Background: an optimization exercise with open tools, aiming at small area, a short achievable clock period and few clock cycles per item. Do not read the settings as production practice. In this exercise RTL edits were held to simulation tests only and were not proved equivalent to the original.

## flow/run.sh

```bash
#!/bin/bash
# synth_recipe.tcl (not shown) runs the flow's synth.tcl, then flattens the netlist and writes it again
# the make line also repeats each setting of config.mk as NAME=value (left out here)
make -C /OpenROAD-flow-scripts/flow DESIGN_CONFIG=/design/flow/config.mk WORK_HOME=/design/flow/orfs CLKGATE_MAP_FILE= SYNTH_SCRIPT=/design/flow/synth_recipe.tcl finish
```

## flow/constraint.sdc

```tcl
create_clock -name core_clock -period 10.0 [get_ports {clk}]
set_input_delay 2.0000 -clock core_clock [delete_from_list [all_inputs] [get_ports {clk}]]
set_output_delay 2.0000 -clock core_clock [all_outputs]
set_load 0.01 [all_outputs]
```

## flow/design.v

```verilog
module sha256_engine (
    input  wire         clk,
    input  wire         rst,         
    input  wire         in_valid,
    output wire         in_ready,
    input  wire         in_first,    
    input  wire [511:0] in_block,
    output wire         out_valid,
    input  wire         out_ready,
    output wire [255:0] out_digest
);
  localparam [255:0] IV = 256'h6a09e667bb67ae853c6ef372a54ff53a510e527f9b05688c1f83d9ab5be0cd19;
  reg        run;          
  reg  [5:0] t;            
  reg        fill_ok;      
  reg        h_pend;       
  reg        ov;           
  reg        spin;         
  reg  [5:0] rot;          
  reg        f_last;       
  reg        f61, f62;     
  reg        f_fill;       
  reg        first_r;      
  reg [31:0]  a, b, c, d, e, f, g, p;
  reg [31:0]  xa, xe;      
  reg [255:0] hreg;        
  reg [511:0] w;           
  reg [31:0] k_n;
  always @(*) begin
    case (t)
      6'd0: k_n = 32'h71374491; 6'd1: k_n = 32'hb5c0fbcf;
      6'd2: k_n = 32'he9b5dba5; 6'd3: k_n = 32'h3956c25b;
      6'd4: k_n = 32'h59f111f1; 6'd5: k_n = 32'h923f82a4;
      6'd6: k_n = 32'hab1c5ed5; 6'd7: k_n = 32'hd807aa98;
      6'd8: k_n = 32'h12835b01; 6'd9: k_n = 32'h243185be;
      6'd10: k_n = 32'h550c7dc3; 6'd11: k_n = 32'h72be5d74;
      6'd12: k_n = 32'h80deb1fe; 6'd13: k_n = 32'h9bdc06a7;
      6'd14: k_n = 32'hc19bf174; 6'd15: k_n = 32'he49b69c1;
      6'd16: k_n = 32'hefbe4786; 6'd17: k_n = 32'h0fc19dc6;
      6'd18: k_n = 32'h240ca1cc; 6'd19: k_n = 32'h2de92c6f;
      6'd20: k_n = 32'h4a7484aa; 6'd21: k_n = 32'h5cb0a9dc;
      6'd22: k_n = 32'h76f988da; 6'd23: k_n = 32'h983e5152;
      6'd24: k_n = 32'ha831c66d; 6'd25: k_n = 32'hb00327c8;
      6'd26: k_n = 32'hbf597fc7; 6'd27: k_n = 32'hc6e00bf3;
      6'd28: k_n = 32'hd5a79147; 6'd29: k_n = 32'h06ca6351;
      6'd30: k_n = 32'h14292967; 6'd31: k_n = 32'h27b70a85;
      6'd32: k_n = 32'h2e1b2138; 6'd33: k_n = 32'h4d2c6dfc;
      6'd34: k_n = 32'h53380d13; 6'd35: k_n = 32'h650a7354;
      6'd36: k_n = 32'h766a0abb; 6'd37: k_n = 32'h81c2c92e;
      6'd38: k_n = 32'h92722c85; 6'd39: k_n = 32'ha2bfe8a1;
      6'd40: k_n = 32'ha81a664b; 6'd41: k_n = 32'hc24b8b70;
      6'd42: k_n = 32'hc76c51a3; 6'd43: k_n = 32'hd192e819;
      6'd44: k_n = 32'hd6990624; 6'd45: k_n = 32'hf40e3585;
      6'd46: k_n = 32'h106aa070; 6'd47: k_n = 32'h19a4c116;
      6'd48: k_n = 32'h1e376c08; 6'd49: k_n = 32'h2748774c;
      6'd50: k_n = 32'h34b0bcb5; 6'd51: k_n = 32'h391c0cb3;
      6'd52: k_n = 32'h4ed8aa4a; 6'd53: k_n = 32'h5b9cca4f;
      6'd54: k_n = 32'h682e6ff3; 6'd55: k_n = 32'h748f82ee;
      6'd56: k_n = 32'h78a5636f; 6'd57: k_n = 32'h84c87814;
      6'd58: k_n = 32'h8cc70208; 6'd59: k_n = 32'h90befffa;
      6'd60: k_n = 32'ha4506ceb; 6'd61: k_n = 32'hbef9a3f7;
      6'd62: k_n = 32'hc67178f2; default: k_n = 32'h428a2f98;
    endcase
  end
  wire [5:0] tn = t + 6'd1;
  function [31:0] rotr;
    input [31:0] x;
    input integer n;
    rotr = (x >> n) | (x << (32 - n));
  endfunction
  wire finish = run & f_last;
  assign in_ready = f_last & (~run | fill_ok);
  wire acc    = in_ready & in_valid;
  wire run_nx = f_last ? acc : run;
  wire ov_nx  = finish | (ov & ~out_ready);
  wire hp_nx  = (acc & first_r) | (h_pend & ov);
  reg [5:0] t_nx;
  always @(*) begin
    if (spin)
      t_nx = t;
    else if (f_last)
      t_nx = acc ? 6'd0 : 6'd47;
    else if (run | in_valid | (t != 6'd47))
      t_nx = tn;
    else
      t_nx = t;
  end
  wire [31:0] big_s1 = rotr(e, 6) ^ rotr(e, 11) ^ rotr(e, 25);
  wire [31:0] ch     = (e & f) ^ (~e & g);
  wire [31:0] big_s0 = rotr(a, 2) ^ rotr(a, 13) ^ rotr(a, 22);
  wire [31:0] maj    = (a & b) ^ (a & c) ^ (b & c);
  wire [31:0] a_n    = p + big_s1 + ch + big_s0 + maj + xa;
  wire [31:0] e_n    = d + xe + ch + big_s1 + p;
  wire [31:0] w0  = w[511:480];
  wire [31:0] w1  = w[479:448];
  wire [31:0] w9  = w[223:192];
  wire [31:0] w14 = w[63:32];
  wire [31:0] sm_s0 = rotr(w1, 7) ^ rotr(w1, 18) ^ (w1 >> 3);
  wire [31:0] sm_s1 = rotr(w14, 17) ^ rotr(w14, 19) ^ (w14 >> 10);
  wire [31:0] w_new = w0 + sm_s0 + w9 + sm_s1;
  wire [31:0] in_word = in_block[511 - 32*tn[3:0] -: 32];
  wire [31:0] ha_sel = f61 ? hreg[159:128] : (f62 ? hreg[191:160] : hreg[223:192]);
  wire [31:0] he_sel = f61 ? hreg[31:0]    : (f62 ? hreg[63:32]   : hreg[95:64]);
  wire [31:0] lane_a = ha_sel + (run ? a : 32'h0);
  wire [31:0] lane_e = he_sel + (run ? e : 32'h0);
  wire [255:0] init = first_r ? IV :
                      {run ? a_n : hreg[255:224], lane_a, hreg[191:160], hreg[159:128],
                       run ? e_n : hreg[127:96],  lane_e, hreg[63:32],   hreg[31:0]};
  wire [31:0] h_nx = f_last ? init[31:0] : g;
  wire [31:0] p_n  = h_nx + k_n + w0;
  assign out_valid  = ov;
  assign out_digest = hreg;
  always @(posedge clk) begin
    if (rst) begin
      run     <= 1'b0;
      t       <= 6'd47;
      fill_ok <= 1'b0;
      h_pend  <= 1'b0;
      ov      <= 1'b0;
      rot     <= 6'd0;
      spin    <= 1'b0;
      f_last  <= 1'b0;
      f61     <= 1'b0;
      f62     <= 1'b0;
      f_fill  <= 1'b1;
    end else begin
      rot <= spin ? ((rot == 6'd47) ? 6'd0 : rot + 6'd1) : 6'd0;
      ov     <= ov_nx;
      h_pend <= hp_nx;
      spin   <= run_nx & (t_nx == 6'd61) & (hp_nx | ov_nx | (spin & (rot != 6'd47)));
      if (run & (t == 6'd47))
        fill_ok <= in_valid;
      run    <= run_nx;
      t      <= t_nx;
      f_last <= (t_nx == 6'd63);
      f61    <= (t_nx == 6'd61);
      f62    <= (t_nx == 6'd62);
      f_fill <= (t_nx >= 6'd47) & (t_nx != 6'd63);
    end
    if (f_fill)
      first_r <= in_first;
    if (run & f61 & ~spin) begin
      hreg[159:128] <= lane_a; hreg[31:0] <= lane_e;
    end else if (run & f62) begin
      hreg[191:160] <= lane_a; hreg[63:32] <= lane_e;
    end else if (run & f_last) begin
      hreg[255:224] <= a_n; hreg[223:192] <= lane_a;
      hreg[127:96]  <= e_n; hreg[95:64]   <= lane_e;
    end else if (h_pend & ~ov)
      hreg <= IV;
    if (spin) begin
      w <= {w[479:0], w0};
      {a, b, c, d} <= {d, a, b, c};
      {e, f, g} <= {g, e, f};
    end else begin
      w <= {w[479:0], f_fill ? in_word : w_new};
      if (in_ready) begin
        {a, b, c, d} <= init[255:128];
        {e, f, g} <= init[127:32];
      end else begin
        {a, b, c, d} <= {a_n, a, b, c};
        {e, f, g} <= {e_n, e, f};
      end
      p <= p_n;
      xa <= (t_nx == 6'd63) ? hreg[255:224] : 32'h0;
      xe <= (t_nx == 6'd63) ? hreg[127:96] : 32'h0;
    end
  end
endmodule
```

## flow/config.mk

```make
export PLATFORM = sky130hd
export DESIGN_NAME = sha256_engine
export DESIGN_NICKNAME = sha256_engine
export VERILOG_FILES = /design/flow/design.v
export SDC_FILE = /design/flow/constraint.sdc
export NUM_CORES = 4
export LEC_CHECK = 0
export CAP_MARGIN = 20
export CORE_MARGIN = 2
export CORE_UTILIZATION = 40
export SLEW_MARGIN = 20
```

==> results.toml, run 1 <==
[layout]
top_regs = "w: 512 flops, hreg: 256 flops"
top_register = "w"
fin_area_um2 = 76000
seq_area_um2 = 26420
multi_input_area_um2 = 32070
syn_to_final_growth_pct = 22.73
final_common_cell = "dfxtp_1"
fillerInstances = 14220
layout_common_cells = "781 x dfxtp_1, 774 x clkdlybuf4s50_1, 604 x inv_1, 559 x nand2_1, 404 x nor2_1"
drive_gt1_share_pct = 7.559
final_nets = 7787
largest_register_ffs = 512

[synthesis]
synth_seq_cells = 1142
yosysWarningCount = 1
async_flop_share_pct = 0
avgSynthCellArea_um2 = 10.12
syn_nets = 7156
synth_cell_types = 82
synth_edf_count = 353
syn_inst = 6120
yosysSeqAreaShare_pct = 42.63
syn_area_um2 = 61920
synthFlopType = "dfxtp_1"

[timing]
tightest_slew_ps = 1230
post-route-period-util_pct = 60.62
min_period_ps = 6062
setup_viol = 0
rsz0062_at_grt = "false"
max_freq_mhz = 165.0
layout_setup_ws_ps = 3938
tns_ps = 0
hold_violations = 0
final.setup_skew_ps = 63.61
drv_slew = 0
slew_headroom_pct = 17.74

[die]
die_area_um2 = 158000
core.rowCount = 144
die-width_um = 397.5
initial_utilization_pct = 40.25
core_area_um2 = 153900
io_pins = 775
die_h_um = 397.5

[place]
place_area_um2 = 71780
numPortBuffers = 774
place_congestion = 0.9923
hpwl_um = 224800
dp_slack_ps = 3480

[route]
drtPass1Iterations = 5
wl_um = 285200
drtAntennaViolNets = 0
wl_per_cell_um = 32.00
vias = 51000
drt_iter0_markers = 6015
drc = 0
viasPerCell = 5.722

[global_route]
antenna_found_initial = 27
use_met2_pct = 51.99
met1_usage_pct = 50.59
grt_pass1_vias = 49530
globalRoute.busiestLayer = "met2"
grt_max_degree = 116
gr-usage-met3_pct = 9.113
grt_usage_pct = 35.59
overflow = 0
grt_pass1_wl_um = 394600

[critical_path]
slowest_stage = "xnor2_1"
cpLargestDelayFamily = "compound AO/OA/AOI/OAI gates"
crit_path_end_kind = "flip-flop"
crit_fanout = 7
path_class = "flip-flop to flip-flop"
startpoint_type = "flip-flop"
slowest_delay_ps = 730
crit_buf_inv = 2
crit_arrival_ps = 6550
crit_required_ps = 10490
crit_chain = "xnor2_1 -> xnor2_1 -> fa_1 -> inv_1 -> fa_1 -> fa_1 -> inv_1 -> ha_1 -> a21o_1 -> a21o_1 -> a21oi_1 -> nand3_1 -> o211ai_1 -> a21oi_1 -> o41ai_1 -> xnor2_1 -> nand2b_1"

[cts]
post_cts.repair.setup_buffers = 0
clockBufferDepth = 3
ctsHoldBuffers = 0
tritoncts = "built"
cts.sinks = 1142
clk_pin_slew_ps = 70
htree_num_levels = 3
root_buffer = "clkbuf_16"
cts_buffers = 119
clk_latency_ps = 800
cts_resized = 0

[min_path]
hold_path.class = "flip-flop to flip-flop"

[run_status]
status = "complete, no violations"

[run]
drv_cap = 0
-- metrics by stage --
step	utilization (%)	hold slack [ps]	std cells
4_1_cts	49.37	293.0	8897
6_report	49.39	298.4	8912
3_5_place_dp	46.65	312.1	8674
3_3_place_gp	46.63	309.6	8672
2_1_floorplan	-	309.6	6120
5_1_grt	49.39	305.9	8909
-- layout make-up --
cell class	instances	share of cell area, %
diodes	15	0.04939
clock inverters	66	1.087
inverters	611	3.024
flip-flops and latches	1142	34.76
well taps	2044	3.365
clock buffers	157	4.415
multi-input cells	4015	42.20
repair buffers	862	11.11
-- final timing paths --
path / from / endpoint / slack [ps] / depth (start not counted)
min: w[92] / w[124] / 300 / 0
min reg2reg: w[92] / w[124] / 300 / 0
max reg2reg: e[2] / hreg[254] / 3940 / 17
max: e[2] / hreg[254] / 3940 / 17
-- metal layers --
metal	routed length (um)	part of all wire, %	vias to the layer above
li1	-	-	22100
met2	121000	42	2814
met5	66	0.023	-
met1	123800	43	25700
met4	11100	3.9	10
met3	29290	10	371
-- cell usage after synthesis, drive strengths merged, types with 9 or more instances --
master | number | area, um^2
a22o | 33 | 289.0
o31ai | 19 | 166.4
o21ai | 312 | 1561
edfxtp | 353 | 10600
mux4 | 129 | 2905
a21o | 113 | 848.3
nand2 | 565 | 2123
buf | 46 | 193.9
o21a | 38 | 285.3
nand2b | 59 | 369.1
inv | 610 | 2290
nor2 | 413 | 1550
a31oi | 45 | 281.5
nand4 | 18 | 112.6
xor2 | 152 | 1331
fa | 287 | 5746
o221ai | 15 | 143.9
a221oi | 27 | 236.5
nor3 | 50 | 250.2
a22oi | 25 | 187.7
and2 | 169 | 1057
xnor2 | 319 | 2801
o22ai | 37 | 231.5
clkbuf | 306 | 1149
o211ai | 33 | 247.7
o21bai | 25 | 187.7
maj3 | 30 | 300.3
a21oi | 350 | 1752
a311oi | 12 | 105.1
or3 | 10 | 62.56
dfxtp | 789 | 15800
ha | 232 | 2903
a32oi | 14 | 122.6
mux2 | 40 | 450.4
nor2b | 24 | 150.1
a211oi | 34 | 255.2
or2 | 9 | 56.30
nand3 | 142 | 710.7
and3 | 26 | 162.7
mux2i | 92 | 920.9
a21boi | 9 | 67.57
nor3b | 9 | 67.56
-- kinds of logic (layout without fill, tap and decap cells) --
family	Yosys count	in the layout	share of synthesized area (%)
AO/OA/AOI/OAI	1218	1218	12.42
XOR/XNOR	471	471	6.674
adder cells (fa/ha/maj)	549	549	14.45
buffers and inverters	963	1696	5.872
flip-flops	1142	1142	42.63
multiplexers	261	261	6.906
other	0	15	0
AND/OR/NAND/NOR	1516	1516	11.06
Testbench counts, summed over its fixed seeds: cycles 61,584, items 960.
==> run 2, diff against run 1 <==
--- a/flow/config.mk
+++ b/flow/config.mk
@@ -10,2 +10,3 @@
 export CORE_UTILIZATION = 40
+export SETUP_SLACK_MARGIN = 5
 export SLEW_MARGIN = 20
==> run 2 against run 1 <==
Via count up 0.20%. Synthesized cell count unchanged. Global-route usage down 0.49 points. Register-to-register slack better by 970 ps. Core utilization up 1.1 points. Critical path depth unchanged. Setup slack better by 970 ps. Critical path type unchanged. Still clean. Sequential cell count unchanged. Clock skew down 21 ps.
==> results.toml, run 2 <==
[run_status]
status = "complete, no violations"

[layout]
final_nets = 7841
top_register = "w"
fillerInstances = 14010
multi_input_area_um2 = 33090
layout_common_cells = "773 x clkdlybuf4s50_1, 713 x dfxtp_1, 592 x inv_1, 555 x nand2_1, 402 x nor2_1"
top_regs = "w: 512 flops, hreg: 256 flops"
stdcell_count = 8964
syn_to_final_growth_pct = 25.40
seq_area_um2 = 26570
largest_register_ffs = 512
drive_gt1_share_pct = 11.60
final_common_cell = "clkdlybuf4s50_1"

[critical_path]
crit_chain = "mux2_2 -> fa_1 -> ha_1 -> fa_1 -> ha_2 -> inv_2 -> fa_2 -> nor2b_1 -> o21ai_2 -> a21oi_2 -> o21a_2 -> o211ai_1 -> a21oi_2 -> buf_4 -> o41ai_4 -> xnor2_2 -> nand2b_1"
crit_fanout = 7
reg2reg_to = "hreg[254]"
path_class = "flip-flop to flip-flop"
startpoint_type = "flip-flop"
crit_arrival_ps = 5590
crit_required_ps = 10490
worstRegToRegCells = 17
crit_path_end_kind = "flip-flop"
endpoint = "hreg[254]"
regToRegStartpoint = "e[0]"
regToRegSetupSlack_ps = 4910
slowest_delay_ps = 750
worstSetupStartpoint = "e[0]"
slowest_stage = "dfxtp_1"

[global_route]
grt_usage_pct = 35.10
overflow = 0
grt_max_degree = 116
antenna_found_initial = 31
grt_pass1_wl_um = 389300
grt_pass1_vias = 49070

[synthesis]
avgSynthCellArea_um2 = 10.12
synthFlopType = "dfxtp_1"
synth_top_area_cell = "dfxtp_1"
syn_inst = 6120
yosysTopAreaCellShare_pct = 25.51
async_flop_share_pct = 0
syn_area_um2 = 61920
yosysSeqAreaShare_pct = 42.63
yosys-top-cells-count = "789 x dfxtp_1, 607 x inv_1, 564 x nand2_1, 413 x nor2_1, 353 x edfxtp_1"
synthTopCellsByArea = "dfxtp_1 26%, edfxtp_1 17%, fa_1 9.3%"
yosysWarningCount = 1
synth_cell_types = 82
synth.most_common_cell = "dfxtp_1"
syn_nets = 7156
synth_edf_count = 353
synth_seq_cells = 1142

[cts]
htree_num_levels = 3
cts_buffers = 117
cts.sinks = 1142
clk_pin_slew_ps = 70
clockBufferDepth = 3
ctsHoldBuffers = 0
clk_latency_ps = 780
tritoncts = "built"
root_buffer = "clkbuf_16"

[place]
hpwl_um = 220100
place_congestion = 1.015
numPortBuffers = 774
dp_slack_ps = 2867
placed_cells = 8667

[timing]
slew_headroom_pct = 22.42
drv_slew = 0
whs_ps = 296.6
max_freq_mhz = 196.4
post-route-period-util_pct = 50.92
tns_ps = 0
rsz0062_at_grt = "true"
setup_viol = 0
final.setup_skew_ps = 42.51
min_period_ps = 5092
hold_violations = 0
tightest_slew_ps = 1161
layout_setup_ws_ps = 4908

[run]
drv_cap = 0

[die]
io_pins = 775
core.rowCount = 144
die-width_um = 397.5
die_h_um = 397.5
die_area_um2 = 158000
initial_utilization_pct = 40.25
core_area_um2 = 153900

[route]
wl_per_cell_um = 31.46
drt_iter0_markers = 6257
drtAntennaViolNets = 0
wl_um = 282000
viasPerCell = 5.700
drtPass1Iterations = 6
drc = 0
vias = 51100

[min_path]
hold_path.class = "flip-flop to flip-flop"
==> run 2: worst min path at each step <==
stage | start | depth (start not counted) | to | slack (ps)
6_report | w[256] | 0 | w[288] | 300
5_1_grt | w[256] | 0 | w[288] | 300
4_1_cts | w[256] | 0 | w[288] | 300
3_5_place_dp | w[445] | 0 | w[477] | 310
3_3_place_gp | w[292] | 0 | w[324] | 310
2_1_floorplan | w[68] | 0 | w[100] | 310
==> run 2: cell families (layout without fill, tap and decap cells) <==
logic type	count (synthesis)	count (layout)	share of synthesized area, %
DFF	1142	1142	42.63
muxes	261	261	6.906
adders and majority gates	549	549	14.45
buffers and inverters	963	1751	5.872
other	0	12	0
and+or+nand+nor	1516	1516	11.06
AOI/OAI and AO/OA	1218	1218	12.42
xor gates and xnor gates	471	471	6.674
==> run 2: what timing repair did <==
action,CTS,global route
buffers inserted,28,34
endpoints found under the setup margin,245,166
pin swaps,33,23
hold endpoints to repair,0,0
gates resized for setup,209,129
==> run 2: final cells by class <==
| class | count | area share (%) |
|---|---|---|
| inverters | 611 | 2.981 |
| multi-input cells | 4015 | 42.62 |
| diodes | 12 | 0.03867 |
| flip-flops and latches | 1142 | 34.21 |
| clock inverters | 64 | 0.9088 |
| well taps | 2044 | 3.294 |
| repair buffers | 918 | 11.62 |
| clock buffers | 158 | 4.325 |
==> run 2: critical path, delay by kind of cell (launching register included) <==
kind,cells,cell delay (ps)
xor gates and xnor gates,1,120
and+or+nand+nor,2,210
AOI/OAI and AO/OA,6,1460
DFF,1,750
adders and majority gates,5,1550
buffers and inverters,2,240
muxes,1,500
==> run 2: per-stage QoR <==
stage | utilization [%] | instance area [um^2]
after global routing | 50.45 | 77630
final | 50.47 | 77650
after CTS | 49.91 | 76800
after global placement | 46.60 | 71700
after floorplan | - | 61930
after detailed placement | 46.60 | 71700
==> run 2: routing by layer <==
layer / share of wire [%] / routed length (um) / GRT usage, % / vias to the layer above
met5: 0.0067 / 19 / 0 / -
met4: 3.6 / 10170 / 10.63 / 2
met3: 10 / 29380 / 8.220 / 338
met2: 42 / 119900 / 51.83 / 2730
met1: 43 / 122600 / 50.79 / 25820
li1: - / - / - / 22200
==> run 3, diff against run 2 <==
--- a/flow/design.v
+++ b/flow/design.v
@@ -24,8 +24,8 @@
   reg [31:0]  a, b, c, d, e, f, g, p;
-  reg [31:0]  xa, xe;      
   reg [255:0] hreg;        
   reg [511:0] w;           
+  wire [5:0] k_idx = run ? t : 6'd63;
   reg [31:0] k_n;
   always @(*) begin
-    case (t)
+    case (k_idx)
       6'd0: k_n = 32'h71374491; 6'd1: k_n = 32'hb5c0fbcf;
@@ -91,2 +91,4 @@
   wire [31:0] maj    = (a & b) ^ (a & c) ^ (b & c);
+  wire [31:0] xa     = f_last ? hreg[255:224] : 32'h0;
+  wire [31:0] xe     = f_last ? hreg[127:96]  : 32'h0;
   wire [31:0] a_n    = p + big_s1 + ch + big_s0 + maj + xa;
@@ -164,4 +166,2 @@
       p <= p_n;
-      xa <= (t_nx == 6'd63) ? hreg[255:224] : 32'h0;
-      xe <= (t_nx == 6'd63) ? hreg[127:96] : 32'h0;
     end
==> flow/flow/run.sh (new file) <==
#!/bin/bash
# Standard layout, with small port buffers and timing repair aimed below the clock period.
set -euo pipefail
bash standard.sh "BUFFER_PORTS_ARGS=-buffer_cell sky130_fd_sc_hd__buf_1" SETUP_SLACK_MARGIN=5 finish > standard_flow.log 2>&1
==> flow/standard.sh (new file) <==
#!/bin/bash
# synth_recipe.tcl (not shown) runs the flow's synth.tcl, then flattens the netlist and writes it again
# the make line also repeats each setting of config.mk as NAME=value (left out here)
make -C /OpenROAD-flow-scripts/flow DESIGN_CONFIG=/design/flow/config.mk WORK_HOME=/design/flow/orfs CLKGATE_MAP_FILE= SYNTH_SCRIPT=/design/flow/synth_recipe.tcl "${@:-finish}"
--- a/flow/config.mk
+++ b/flow/config.mk
@@ -10,3 +10,2 @@
 export CORE_UTILIZATION = 40
-export SETUP_SLACK_MARGIN = 5
 export SLEW_MARGIN = 20
removed: flow/run.sh
==> run 3 against run 2 <==
Synthesized area decreased by 5.2%. Maximum frequency is 2.9% lower. First-iteration DRC count is 1.3% higher. Core utilization fell by 1.6 points. Global-route usage grew 0.098 points. Via count fell by 1.5%. Final cell count decreased by 2.9%. Clock-buffer cell count fell by 12. Largest cell class unchanged. Highest routed layer unchanged.
==> results.toml, run 3 <==
[synthesis]
synthFlopType = "dfxtp_1"
yosysSeqAreaShare_pct = 40.62
synth_cell_types = 96
syn_inst = 5889
avgSynthCellArea_um2 = 9.963
yosys-top-cells-count = "757 x dfxtp_1, 714 x nand2_1, 471 x inv_1, 423 x o21ai_0, 328 x nor2_1"
synth_edf_count = 289
syn_nets = 6921
yosysWarningCount = 1
synthTopCellsByArea = "dfxtp_1 26%, edfxtp_1 15%, fa_1 9.7%"
syn_area_um2 = 58670
yosysTopAreaCellShare_pct = 25.83
synth_top_area_cell = "dfxtp_1"
synth.most_common_cell = "dfxtp_1"
async_flop_share_pct = 0
synth_seq_cells = 1046

[route]
drtPass1Iterations = 6
drtAntennaViolNets = 0
vias = 50340
wl_per_cell_um = 31.06
drc = 0
drt_iter0_markers = 6340
wl_um = 270300
viasPerCell = 5.785

[layout]
multi_input_area_um2 = 33810
drive_gt1_share_pct = 14.71
largest_register_ffs = 512
layout_common_cells = "774 x buf_1, 700 x nand2_1, 680 x dfxtp_1, 455 x inv_1, 384 x o21ai_0"
top_register = "w"
top_regs = "w: 512 flops, hreg: 256 flops"
final_nets = 7704
seq_area_um2 = 24030
final_common_cell = "buf_1"
syn_to_final_growth_pct = 21.35
fillerInstances = 13590

[cts]
clockBufferDepth = 3
htree_num_levels = 3
cts.sinks = 1046
clk_pin_slew_ps = 70
tritoncts = "built"
clk_latency_ps = 780
cts_buffers = 106
root_buffer = "clkbuf_16"

[die]
initial_utilization_pct = 40.31
die-width_um = 387.0
core.rowCount = 140
core_area_um2 = 145600
die_area_um2 = 149800
io_pins = 775
die_h_um = 387.0

[timing]
min_period_ps = 5246
tightest_slew_ps = 1273
drv_slew = 0
post-route-period-util_pct = 52.46
max_freq_mhz = 190.6
slew_headroom_pct = 14.26
hold_violations = 0
rsz0062_at_grt = "true"
final.setup_skew_ps = 77.47
setup_viol = 0
tns_ps = 0

[critical_path]
crit_required_ps = 10440
worstSetupStartpoint = "run"
regToRegStartpoint = "run"
reg2reg_to = "p[30]"
path_class = "flip-flop to flip-flop"
crit_arrival_ps = 5680
startpoint_type = "flip-flop"
worstRegToRegCells = 19
regToRegSetupSlack_ps = 4750
endpoint = "p[30]"
crit_path_end_kind = "flip-flop"
crit_fanout = 17

[global_route]
overflow = 0
grt_pass1_vias = 48020
antenna_found_initial = 34
grt_max_degree = 129
grt_pass1_wl_um = 374200
grt_usage_pct = 35.20

[run]
drv_cap = 0

[min_path]
hold_path.class = "flip-flop to flip-flop"
hp-start = "w[288]"

[place]
place_congestion = 0.9788
numPortBuffers = 774
hpwl_um = 209700

[run_status]
status = "complete, no violations"
==> run 3: cell types whose count changed in the layout (fill, tap and decap cells not counted), sizes merged, moves of 34 or more <==
cell	delta
a21oi	-66
inv	-141
and2	-52
o21ai	+123
clkdlybuf4s50	-773
nand2	+149
buf	+874
nand3	-34
nor2	-85
edfxtp	-64
==> run 3: cell families after synthesis <==
group | Yosys count | share of synthesized area, %
buf+inv | 819 | 5.280
xor+xnor | 470 | 7.041
compound gates | 1244 | 13.34
fa+ha+maj | 539 | 15.04
simple gates | 1498 | 11.31
mux | 273 | 7.372
flops | 1046 | 40.62
==> run 3: area by class of cell <==
cell class / instances / area share (%)
Antenna cell: 19 / 0.06677
Clock buffer: 146 / 4.291
Sequential cell: 1046 / 33.74
Inverter: 474 / 2.522
Clock inverter: 56 / 1.019
Multi-Input combinational cell: 4024 / 47.48
Tap cell: 1917 / 3.369
Timing Repair Buffer: 1020 / 7.509
==> run 3: how the worst min path moves through the flow <==
stage | end | slack (ps) | cells past startpoint
2_1_floorplan | w[100] | 310 | 0
3_3_place_gp | w[290] | 310 | 0
3_5_place_dp | w[223] | 310 | 0
4_1_cts | w[115] | 300 | 0
5_1_grt | w[175] | 300 | 0
6_report | w[320] | 310 | 0
==> run 3: worst max-delay path: stages (launching register included) <==
cell and delay (ps):
dfxtp_4 390, buf_16 140, nand2_2 140, bufbuf_16 340, o31ai_1 760, o32ai_2 310
o21ai_2 260, fa_1 430, inv_1 100, ha_4 220, a21oi_4 190, nand2_1 100
o21ai_2 230, o21ai_4 120, a31oi_4 240, o21ai_2 90, a221o_1 340, a41oi_2 240
a21oi_2 80, xor2_1 180
==> run 3: per-layer routing <==
layer  global-route usage, %  wire [um]  part of all wire (%)  up-vias
met3                   7.877      27910                    10      398
li1                        -          -                     -    21750
met2                   50.01     111400                    41     2904
met1                   52.26     120500                    45    25280
met4                   12.06      10470                   3.9        4
met5                       0         25                0.0092        -
==> run 3: repair_timing <==
item,in CTS,in global routing
gates resized for setup,335,235
hold buffers,0,0
endpoints found under the hold margin,0,0
setup buffers,116,48
setup endpoints to repair,119,96
gates cloned,6,0
pin swaps,78,94
==> run 3: metrics by stage <==
stage	worst slack [ps]	cell area (um^2)	instances	util, %	hold WS (ps)
6_report	4754	71200	8702	48.92	305.4
5_1_grt	4735	71190	8695	48.90	299.3
4_1_cts	4891	69670	8635	47.86	296.3
3_5_place_dp	3365	63480	8311	43.61	312.1
3_3_place_gp	3456	63480	8311	43.61	309.5
2_1_floorplan	4810	58850	5889	-	309.6
Testbench counts of run 3, summed over its fixed seeds: cycles 61,584, items 960.

[separate check: timing with driven ports]
In the flow no input, the clock included, has a driving cell. The finished layouts below were timed again as built, in two steps.
Step 1 assumes that a clkbuf_16 drives the clock port and a buf_2 every other input.
Step 2 also shifts input and output timing later by t, the mid clock arrival at the registers, as if the neighbouring blocks saw the same clock.
Three values: no drivers, after step 1, after step 2; two values: the first two.
run | shift t [ns] | slack for setup (ns) | slew at the worst register clock pin (ns) | cell pins on the clock port's net
run 1 | 0.830 | 3.938 / 3.937 / 3.253 | 0.07 / 0.07 | 1
run 2 | 0.817 | 4.908 / 4.908 / 4.351 | 0.07 / 0.07 | 1
run 3 | 0.826 | 4.754 / 4.754 / 4.754 | 0.09 / 0.09 | 1
After both steps every run listed still meets setup and hold. The setup slack of run 1, which loses most, moves by -0.001 ns with the drivers and by -0.685 ns with both steps.
